This design comes from an exercise in tuning for small area, a short achievable clock period and few clock cycles per item on the open sky130 flow, not from production work. RTL that was checked went through simulation tests only; none was proved equivalent to the original.

==> v23: inputs <==
// mcmac
module mcmac (
    input  wire         clk,
    input  wire         rst,        
    input  wire         in_valid,
    output wire         in_ready,
    input  wire         in_first,   
    input  wire         in_last,    
    input  wire [4:0]   in_len,     
    input  wire [127:0] in_data,    
    input  wire [127:0] in_key,
    output reg          tag_valid,
    output wire [127:0] tag
);
clock: 8.0 ns
lec_check: 0
cap_margin: 20
core_margin: 2
core_utilization: 25
slew_margin: 20
run.sh (not shown) runs the stock make flow with config.mk's settings and CLKGATE_MAP_FILE= SYNTH_SCRIPT=/design/flow/synth_recipe.tcl, a recipe that flattens the netlist after the stock synthesis.
==> v7: changes against v23 <==
==> flow/design.v (replaced) <==
module mcmac_sbox (input wire [7:0] a, output wire [7:0] y);
    wire U0=a[7],U1=a[6],U2=a[5],U3=a[4],U4=a[3],U5=a[2],U6=a[1],U7=a[0];
    wire T1=U0^U3, T2=U0^U5, T3=U0^U6, T4=U3^U5, T5=U4^U6, T6=T1^T5, T7=U1^U2;
    wire T8=U7^T6, T9=U7^T7, T10=T6^T7, T11=U1^U5, T12=U2^U5, T13=T3^T4, T14=T6^T11;
    wire T15=T5^T11, T16=T5^T12, T17=T9^T16, T18=U3^U7, T19=T7^T18, T20=T1^T19;
    wire T21=U6^U7, T22=T7^T21, T23=T2^T22, T24=T2^T10, T25=T20^T17, T26=T3^T16, T27=T1^T12;
    wire M1=T13&T6, M2=T23&T8, M3=T14^M1, M4=T19&U7, M5=M4^M1, M6=T3&T16, M7=T22&T9;
    wire M8=T26^M6, M9=T20&T17, M10=M9^M6, M11=T1&T15, M12=T4&T27, M13=M12^M11;
    wire M14=T2&T10, M15=M14^M11, M16=M3^M2, M17=M5^T24, M18=M8^M7, M19=M10^M15;
    wire M20=M16^M13, M21=M17^M15, M22=M18^M13, M23=M19^T25;
    wire [3:0] v = {M20, M21, M22, M23};
    wire [15:0] TBM37 = 16'b1111011001010000;
    wire M37 = TBM37[v];
    wire [15:0] TBM38 = 16'b1100100111110000;
    wire M38 = TBM38[v];
    wire [15:0] TBM39 = 16'b1000111011001010;
    wire M39 = TBM39[v];
    wire [15:0] TBM40 = 16'b1110101000100110;
    wire M40 = TBM40[v];
    wire [15:0] TBM41 = 16'b0010001111010110;
    wire M41 = TBM41[v];
    wire [15:0] TBM42 = 16'b0111100010011010;
    wire M42 = TBM42[v];
    wire [15:0] TBM43 = 16'b0011111110100000;
    wire M43 = TBM43[v];
    wire [15:0] TBM44 = 16'b0110010011101100;
    wire M44 = TBM44[v];
    wire [15:0] TBM45 = 16'b0101101101001100;
    wire M45 = TBM45[v];
    wire M46=M44&T6, M47=M40&T8, M48=M39&U7, M49=M43&T16, M50=M38&T9, M51=M37&T17;
    wire M52=M42&T15, M53=M45&T27, M54=M41&T10, M55=M44&T13, M56=M40&T23, M57=M39&T19;
    wire M58=M43&T3, M59=M38&T22, M60=M37&T20, M61=M42&T1, M62=M45&T4, M63=M41&T2;
    wire L0=M61^M62, L1=M50^M56, L2=M46^M48, L3=M47^M55, L4=M54^M58, L5=M49^M61;
    wire L6=M62^L5, L7=M46^L3, L8=M51^M59, L9=M52^M53, L10=M53^L4, L11=M60^L2;
    wire L12=M48^M51, L13=M50^L0, L14=M52^M61, L15=M55^L1, L16=M56^L0, L17=M57^L1;
    wire L18=M58^L8, L19=M63^L4, L20=L0^L1, L21=L1^L7, L22=L3^L12, L23=L18^L2;
    wire L24=L15^L9, L25=L6^L10, L26=L7^L9, L27=L8^L10, L28=L11^L14, L29=L11^L17;
    assign y[7]=L6^L24;
    assign y[6]=~(L16^L26);
    assign y[5]=~(L19^L28);
    assign y[4]=L6^L21;
    assign y[3]=L20^L22;
    assign y[2]=L25^L29;
    assign y[1]=~(L13^L27);
    assign y[0]=~(L6^L23);
endmodule
module mcmac_round (
    input  wire [127:0] state,      
    input  wire [127:0] rk,         
    input  wire [7:0]   rcon,       
    output wire [127:0] sr_out,     
    output wire [127:0] mc_out,     
    output wire [127:0] rk_out      
);
    function [7:0] xtime;
        input [7:0] b;
        xtime = {b[6:0], 1'b0} ^ (b[7] ? 8'h1b : 8'h00);
    endfunction
    wire [31:0] w0 = rk[127:96];
    wire [31:0] w1 = rk[95:64];
    wire [31:0] w2 = rk[63:32];
    wire [31:0] w3 = rk[31:0];
    wire [31:0] sw;
    mcmac_sbox ks0 (.a(w3[23:16]), .y(sw[31:24]));
    mcmac_sbox ks1 (.a(w3[15:8]),  .y(sw[23:16]));
    mcmac_sbox ks2 (.a(w3[7:0]),   .y(sw[15:8]));
    mcmac_sbox ks3 (.a(w3[31:24]), .y(sw[7:0]));
    wire [31:0] t0 = sw ^ {rcon, 24'h0};
    assign rk_out = {t0 ^ w0, t0 ^ (w0 ^ w1), t0 ^ (w0 ^ w1 ^ w2), t0 ^ (w0 ^ w1 ^ w2 ^ w3)};
    wire [127:0] sb;
    genvar i;
    generate
        for (i = 0; i < 16; i = i + 1) begin : g_sub
            mcmac_sbox s (.a(state[127-8*i -: 8]), .y(sb[127-8*i -: 8]));
        end
    endgenerate
    genvar c, r;
    generate
        for (c = 0; c < 4; c = c + 1) begin : g_col
            for (r = 0; r < 4; r = r + 1) begin : g_row
                assign sr_out[127-8*(4*c+r) -: 8] = sb[127-8*(4*((c+r)%4)+r) -: 8];
            end
        end
    endgenerate
    generate
        for (c = 0; c < 4; c = c + 1) begin : g_mix
            wire [7:0] a0 = sr_out[127-32*c -: 8];
            wire [7:0] a1 = sr_out[119-32*c -: 8];
            wire [7:0] a2 = sr_out[111-32*c -: 8];
            wire [7:0] a3 = sr_out[103-32*c -: 8];
            wire [7:0] t  = a0 ^ a1 ^ a2 ^ a3;
            assign mc_out[127-32*c -: 8] = a0 ^ t ^ xtime(a0 ^ a1);
            assign mc_out[119-32*c -: 8] = a1 ^ t ^ xtime(a1 ^ a2);
            assign mc_out[111-32*c -: 8] = a2 ^ t ^ xtime(a2 ^ a3);
            assign mc_out[103-32*c -: 8] = a3 ^ t ^ xtime(a3 ^ a0);
        end
    endgenerate
endmodule
module mcmac (
    input  wire         clk,
    input  wire         rst,        
    input  wire         in_valid,
    output wire         in_ready,
    input  wire         in_first,   
    input  wire         in_last,    
    input  wire [4:0]   in_len,     
    input  wire [127:0] in_data,    
    input  wire [127:0] in_key,
    output reg          tag_valid,
    output wire [127:0] tag
);
    localparam S_IDLE = 3'd0;   
    localparam S_LRUN = 3'd1;   
    localparam S_FIX  = 3'd2;   
    localparam S_BRUN = 3'd3;   
    localparam S_WAIT = 3'd4;   
    reg [2:0]   st;
    reg [3:0]   round;       
    reg         cur_last;    
    reg         m1_last;     
    reg         m1_full;     
    reg [127:0] s;           
    reg [127:0] rk;          
    reg [127:0] k0;          
    reg [127:0] lr;          
    wire idle     = (st == S_IDLE);
    wire lrun     = (st == S_LRUN);
    wire fix      = (st == S_FIX);
    wire brun     = (st == S_BRUN);
    wire wait_blk = (st == S_WAIT);
    wire last_rnd = (round == 4'd10);
    wire blk_end  = brun && last_rnd;
    wire l_end    = lrun && last_rnd;
    assign in_ready = idle || wait_blk || (blk_end && !cur_last);
    assign tag = s;
    wire take_in = in_valid && (wait_blk || (blk_end && !cur_last));
    reg [7:0] rcon;
    always @(*) begin
        case (round)
            4'd1:    rcon = 8'h01;
            4'd2:    rcon = 8'h02;
            4'd3:    rcon = 8'h04;
            4'd4:    rcon = 8'h08;
            4'd5:    rcon = 8'h10;
            4'd6:    rcon = 8'h20;
            4'd7:    rcon = 8'h40;
            4'd8:    rcon = 8'h80;
            4'd9:    rcon = 8'h1b;
            default: rcon = 8'h36;
        endcase
    end
    wire         pass_in = take_in || idle;
    reg  [127:0] padm;
    integer j;
    always @(*) begin
        for (j = 0; j < 16; j = j + 1) begin
            if (pass_in && (!in_last || j < in_len))
                padm[127-8*j -: 8] = in_data[127-8*j -: 8];
            else if (pass_in && j == in_len)
                padm[127-8*j -: 8] = 8'h80;
            else
                padm[127-8*j -: 8] = 8'h00;
        end
    end
    wire [127:0] k1   = {lr[126:0], 1'b0} ^ (lr[127] ? 128'h87 : 128'h0);
    wire [127:0] k2   = {k1[126:0], 1'b0} ^ (k1[127] ? 128'h87 : 128'h0);
    wire         full = fix ? m1_full : (in_len == 5'd16);
    wire         use_k  = fix || (take_in && in_last);
    wire         use_k0 = take_in || l_end;
    wire [127:0] kx   = use_k ? (full ? k1 : k2) : 128'h0;
    wire [127:0] d = (padm ^ (use_k0 ? k0 : 128'h0)) ^ kx;
    wire [127:0] sr_o, mc_o, rk_n;
    mcmac_round u_round (
        .state (s),
        .rk    (rk),
        .rcon  (rcon),
        .sr_out(sr_o),
        .mc_out(mc_o),
        .rk_out(rk_n)
    );
    wire [127:0] rnd_out = (last_rnd ? sr_o : mc_o) ^ (rk_n ^ (l_end ? 128'h0 : d));
    wire         use_rnd = brun || (lrun && !last_rnd);
    always @(posedge clk) begin
        if (use_rnd)
            s <= rnd_out;
        else if (idle)
            s <= in_key;                   
        else
            s <= (lrun ? lr : s) ^ d;
        if ((lrun || brun) && !last_rnd)
            rk <= rk_n;
        else if (idle)
            rk <= in_key;
        else
            rk <= k0;
        if (idle)
            k0 <= in_key;
        if (idle)
            lr <= padm;
        else if (l_end)
            lr <= rnd_out;                 
        if ((lrun || brun) && !last_rnd)
            round <= round + 4'd1;
        else
            round <= 4'd1;
        if (l_end)
            cur_last <= m1_last;
        else if (take_in)
            cur_last <= in_last;
        if (idle) begin
            m1_last <= in_last;
            m1_full <= (in_len == 5'd16);
        end
        if (rst) begin
            st        <= S_IDLE;
            tag_valid <= 1'b0;
        end else begin
            tag_valid <= 1'b0;
            case (st)
                S_IDLE: if (in_valid) st <= S_LRUN;
                S_LRUN: if (last_rnd) st <= m1_last ? S_FIX : S_BRUN;
                S_FIX:  st <= S_BRUN;
                S_BRUN: if (last_rnd) begin
                            if (cur_last) begin
                                tag_valid <= 1'b1;
                                st        <= S_IDLE;
                            end else if (!in_valid) begin
                                st <= S_WAIT;
                            end
                        end
                S_WAIT: if (in_valid) st <= S_BRUN;
                default: st <= S_IDLE;
            endcase
        end
    end
endmodule
SETUP_SLACK_MARGIN = 2   (was unset)
==> comparison <==
- Against v7, the clock skew of v23 is higher by 0.0036 ns.
- In v7 the first-iteration DRC count is lower than in v23, by 25%.
- Of v23 and v7, v7 has the higher utilization (gap 6.0 points).
- Routed wire length: v23 is larger than v7 (about 13%).
==> figures <==
                                                                    v7            v23
Status                                        timing/DRC/antenna clean  timing/DRC/antenna clean
Met1 usage                                                      0.2852         0.2765
Layout cell share with drive strength beyond 1                  0.2790        0.09807
Xor/xnor share of the synthesized area                          0.3829         0.3684
Skew-Pair Late Insertion Delay                                 0.72 ns        0.71 ns
Vias in the first global route                                   65027          73848
Hold path startpoint                                          round[0]        m1_last
Number of nets in the synthesized netlist                         9201          10353
Netlist area before placement                            0.07256 sq mm  0.08467 sq mm
Total of fill cells in the finished design                       29140          35906
Number of cells on the critical path                                24             19
Proportion of synthesized chip area in sequential cells         0.1646         0.1869
Cell count of the worst hold path                                    1              3
Testbench counts of v7, summed over its fixed seeds: cycles 45,886, blocks 3,698.
No functional check of the RTL was part of v23.

-- afterwards: timing with drivers on the ports --
In the flow no input, the clock included, has a driving cell. The finished layouts below were timed again as built, in two steps.
Step 1 (the two cells are an assumption about what drives the block):
set clk [get_ports {clk}]
set_driving_cell -lib_cell sky130_fd_sc_hd__clkbuf_16 $clk
set_driving_cell -lib_cell sky130_fd_sc_hd__buf_2 [delete_from_list [all_inputs] $clk]
Step 2 times the ports against the registers' clock, not the clock port: input delays grow and output delays shrink by t, the midpoint of the rising clock arrivals with the driver on.
Three values: ideal, step 1, step 2; two values: the first two.
run | t, ns | slack for setup (ns) | worst data-port slew with drivers (ns)
v23 | 0.778 | 0.537 / 0.537 / 0.537 | 0.33
v7 | 0.788 | 1.960 / 1.960 / 1.287 | 0.28
After both steps every run listed still meets setup and hold. The setup slack of v7, which loses most, moves by 0.000 ns with the drivers and by -0.673 ns with both steps.
